Context: an optimization exercise on an open-source flow, tuned for small area, a short achievable clock period and few clock cycles per item. The choices shown serve that exercise and are no tape-out recipe.
At most, simulation tests tie the RTL to the original design; equivalence was not proved.
Power figures rest on the tool's default switching activity, not on a simulated workload.

Design stripe_engine, start of the top module:
module stripe_engine (
  input  wire        clk,
  input  wire        rst,
  input  wire        cmd_valid,
  output wire        cmd_ready,
  input  wire [1:0]  cmd_op,        
  input  wire [4:0]  cmd_dcount,    
  input  wire [21:0] cmd_miss,      
  input  wire        cmd_miss_p,    
  input  wire        cmd_miss_q,    
  input  wire        in_valid,
  output wire        in_ready,
  input  wire [63:0] in_data,
  output wire        res_valid,
  input  wire        res_ready,
  output reg  [2:0]  res_status,
  output reg  [4:0]  res_pos,
  output reg  [63:0] res_p,
  output reg  [63:0] res_q,
  output reg  [63:0] res_dx,
  output reg  [63:0] res_dy
);
For scale: about 3200 cells after synthesis, roughly 530 flip-flops, roughly 370 I/O pins.
export LEC_CHECK = 0
export CAP_MARGIN = 20
export CORE_MARGIN = 2
export CORE_UTILIZATION = 25
export PLACE_DENSITY = 0.35
export SLEW_MARGIN = 20
create_clock -name core_clock -period 15.0 [get_ports {clk}]
standard.sh (not shown) runs the stock make flow with config.mk's settings and CLKGATE_MAP_FILE= SYNTH_SCRIPT=/design/flow/synth_recipe.tcl, a recipe that flattens the netlist after the stock synthesis.
==> flow/flow/run.sh <==
#!/bin/bash
# Standard ORFS layout with a tighter repair target and small port buffers.
set -euo pipefail
bash standard.sh SETUP_SLACK_MARGIN=10.6 \
  "BUFFER_PORTS_ARGS=-buffer_cell sky130_fd_sc_hd__buf_1" finish > orfs_make.log 2>&1
The baseline completed with no timing, DRC or antenna violations.
Next try:
CTS_BUF_LIST = sky130_fd_sc_hd__clkbuf_8   (was default)
The changed run went through all stages and came out clean.
Setup slack gets worse by 0.039 ns.
Cell area climbs slightly.
Routed wire length goes up slightly.
Non-clock buffer count rose by 66.
Sequential power stays flat.
Sequential share of layout area falls by 0.54 points.
Final cell count grows by a few percent.
Global-route usage climbs by 0.27 points.
Synthesized area is unchanged.
Total power falls by a few percent.
Worst hold slack hardly moves.
No functional check of the RTL was part of any run of this note.

* * *

try-delta:
stripe_engine, a different RTL version from the one above (not shown whole).
For scale: about 29000 sq um of cells after synthesis.
export LEC_CHECK = 0
export CAP_MARGIN = 20
export CELL_PAD_IN_SITES_DETAIL_PLACEMENT = 0
export CELL_PAD_IN_SITES_GLOBAL_PLACEMENT = 0
export CORE_MARGIN = 2
export CORE_UTILIZATION = 65
export CTS_CLUSTER_DIAMETER = 60
export CTS_CLUSTER_SIZE = 28
export PLACE_DENSITY = 0.75
export SLEW_MARGIN = 20
create_clock -name core_clock -period 15.0 [get_ports {clk}]
Scripts as last shown in full above: flow/flow/run.sh
try-delta finished every stage and its layout cleared the timing, DRC and antenna checks.
Testbench counts of try-delta, summed over its fixed seeds: cycles 37,082, items 1,920.
[inputs] try-amber vs try-delta
--- a/flow/flow/run.sh
+++ b/flow/flow/run.sh
@@ -4 +4 @@
-bash standard.sh SETUP_SLACK_MARGIN=10.6 \
+bash standard.sh SETUP_SLACK_MARGIN=10.7 \
--- a/flow/config.mk
+++ b/flow/config.mk
@@ -9,2 +8,0 @@
-export CELL_PAD_IN_SITES_DETAIL_PLACEMENT = 0
-export CELL_PAD_IN_SITES_GLOBAL_PLACEMENT = 0
--- outcome ---
The wire length on met2 was comparable across try-delta and try-amber. Clock skew: try-amber vs try-delta down 0.0082 ns. Compared with try-delta, try-amber shows worst hold slack higher by 0.0090 ns. Going from try-delta to try-amber, the pin slew with the least headroom to its limit was found to have gone up by 0.017 ns. try-amber vs. try-delta: average wire per standard cell saw a decrease, reported net switching power shrank by about 2.8%, number of setup buffers added after CTS increased by about 140% relative to the old numbers. In the metrics for try-delta and try-amber, the one carrying the lower filler cell count in the final layout is try-amber.
The following lists how try-violet was set up differently from try-amber:
==> flow/run.sh (new file) <==
#!/bin/bash
# synth_recipe.tcl (not shown) runs the flow's synth.tcl, then flattens the netlist and writes it again
# the make line also repeats each setting of config.mk as NAME=value (left out here)
make -C /OpenROAD-flow-scripts/flow DESIGN_CONFIG=/design/flow/config.mk WORK_HOME=/design/flow/orfs CLKGATE_MAP_FILE= SYNTH_SCRIPT=/design/flow/synth_recipe.tcl finish
--- a/flow/config.mk
+++ b/flow/config.mk
@@ -13,0 +14 @@
+export SETUP_SLACK_MARGIN = 5
removed: flow/flow/run.sh
removed: flow/standard.sh
## What came out
- Compare try-amber and try-violet | post-route clock skew higher: try-violet
- From try-amber to try-violet the numbers moved as follows: clock network power share lower, buffering stage count on the worst path with inverters included higher, power consumption roughly the same, remaining max-slew budget at the tightest pin lower, routed wire length on met2 lower.
- Summary of the comparison: share of cells above drive strength 1 is lower in try-violet, relative to try-amber.
- Relative to try-amber, the final clock period utilization by the worst path of try-violet is higher by 6.3 points.
- try-violet packs its core tighter than try-amber.
- Between try-amber and try-violet, the flow reports half-perimeter wire length after placement increasing by a few percent.
What try-onyx does differently from try-violet at the input level:
==> flow/flow/run.sh (new file) <==
#!/bin/bash
# Standard ORFS layout with a tighter repair target and small port buffers.
set -euo pipefail
bash standard.sh SETUP_SLACK_MARGIN=10.65 \
  "BUFFER_PORTS_ARGS=-buffer_cell sky130_fd_sc_hd__buf_1" finish > orfs_make.log 2>&1
==> flow/standard.sh (new file) <==
#!/bin/bash
# synth_recipe.tcl (not shown) runs the flow's synth.tcl, then flattens the netlist and writes it again
# the make line also repeats each setting of config.mk as NAME=value (left out here)
make -C /OpenROAD-flow-scripts/flow DESIGN_CONFIG=/design/flow/config.mk WORK_HOME=/design/flow/orfs CLKGATE_MAP_FILE= SYNTH_SCRIPT=/design/flow/synth_recipe.tcl "${@:-finish}"
--- a/flow/config.mk
+++ b/flow/config.mk
@@ -8 +8 @@
-export CAP_MARGIN = 20
+export CAP_MARGIN = 5
@@ -12 +12 @@
-export CTS_CLUSTER_SIZE = 28
+export CTS_CLUSTER_SIZE = 30
@@ -14,2 +14 @@
-export SETUP_SLACK_MARGIN = 5
-export SLEW_MARGIN = 20
+export SLEW_MARGIN = 5
removed: flow/run.sh
Findings:
try-onyx against try-violet: number of optimization iterations in the first detailed-route pass decreased 1, number of buffers created by CTS has increased, post-route worst setup slack rose 0.96 ns, overall power after layout went up 0.044 mW. Sort try-violet and try-onyx by clock-buffer cell count, descending, and try-onyx comes first. From try-violet to try-onyx the numbers moved as follows: wire length after detailed routing barely changed, worst max-slew margin expressed relative to the limit climbed 0.68 points. Ratio of cells with drive above 1 in the final layout | try-onyx above try-violet. Looking at clock network power share, try-onyx sits 2.0 points higher than try-violet does. Compared with try-violet, try-onyx shows summed area of non-filler cells in the final layout that has gone down by a few percent.

-- separate check: timing with driven ports --
How much do the figures lean on ideal ports? The routed layouts below were timed once more, with nothing changed but the port constraints. Step 1 sets driving cells, clkbuf_16 on the clock port and buf_2 on the other inputs (assumed; they add their load-dependent delay and slew). Step 2 adds t to the input delays and takes it off the output delays; t is the mean of the earliest and latest rising clock arrival at the registers after step 1. Input paths then give back, and output paths get back, about the clock's delay inside the block. Three values: no drivers, after step 1, after step 2; two values: the first two.
run | shift t [ns] | setup WS [ns] | hold slack, ns | worst setup path at the end | worst register clock-pin slew, ns
the first run of note 1 | 0.729 | 10.531 / 10.458 / 10.036 | 0.477 / 0.477 / 0.477 | input to register | 0.07 / 0.07
the second run of note 1 | 0.776 | 10.492 / 10.422 / 9.960 | 0.475 / 0.475 / 0.475 | input to register | 0.07 / 0.07
try-delta | 0.640 | 10.602 / 10.545 / 10.103 | 0.467 / 0.467 / 0.467 | input to register | 0.11 / 0.11
try-amber | 0.646 | 10.637 / 10.578 / 10.298 | 0.476 / 0.476 / 0.476 | input to register | 0.10 / 0.10
try-violet | 0.638 | 9.698 / 9.726 / 9.088 | 0.480 / 0.480 / 0.480 | input to register | 0.11 / 0.11
try-onyx | 0.645 | 10.655 / 10.595 / 10.113 | 0.477 / 0.477 / 0.477 | input to register | 0.10 / 0.10
After both steps setup and hold are still met in every run listed. The setup slack of try-violet, which loses most, moves by +0.028 ns with the drivers and by -0.610 ns with both steps.
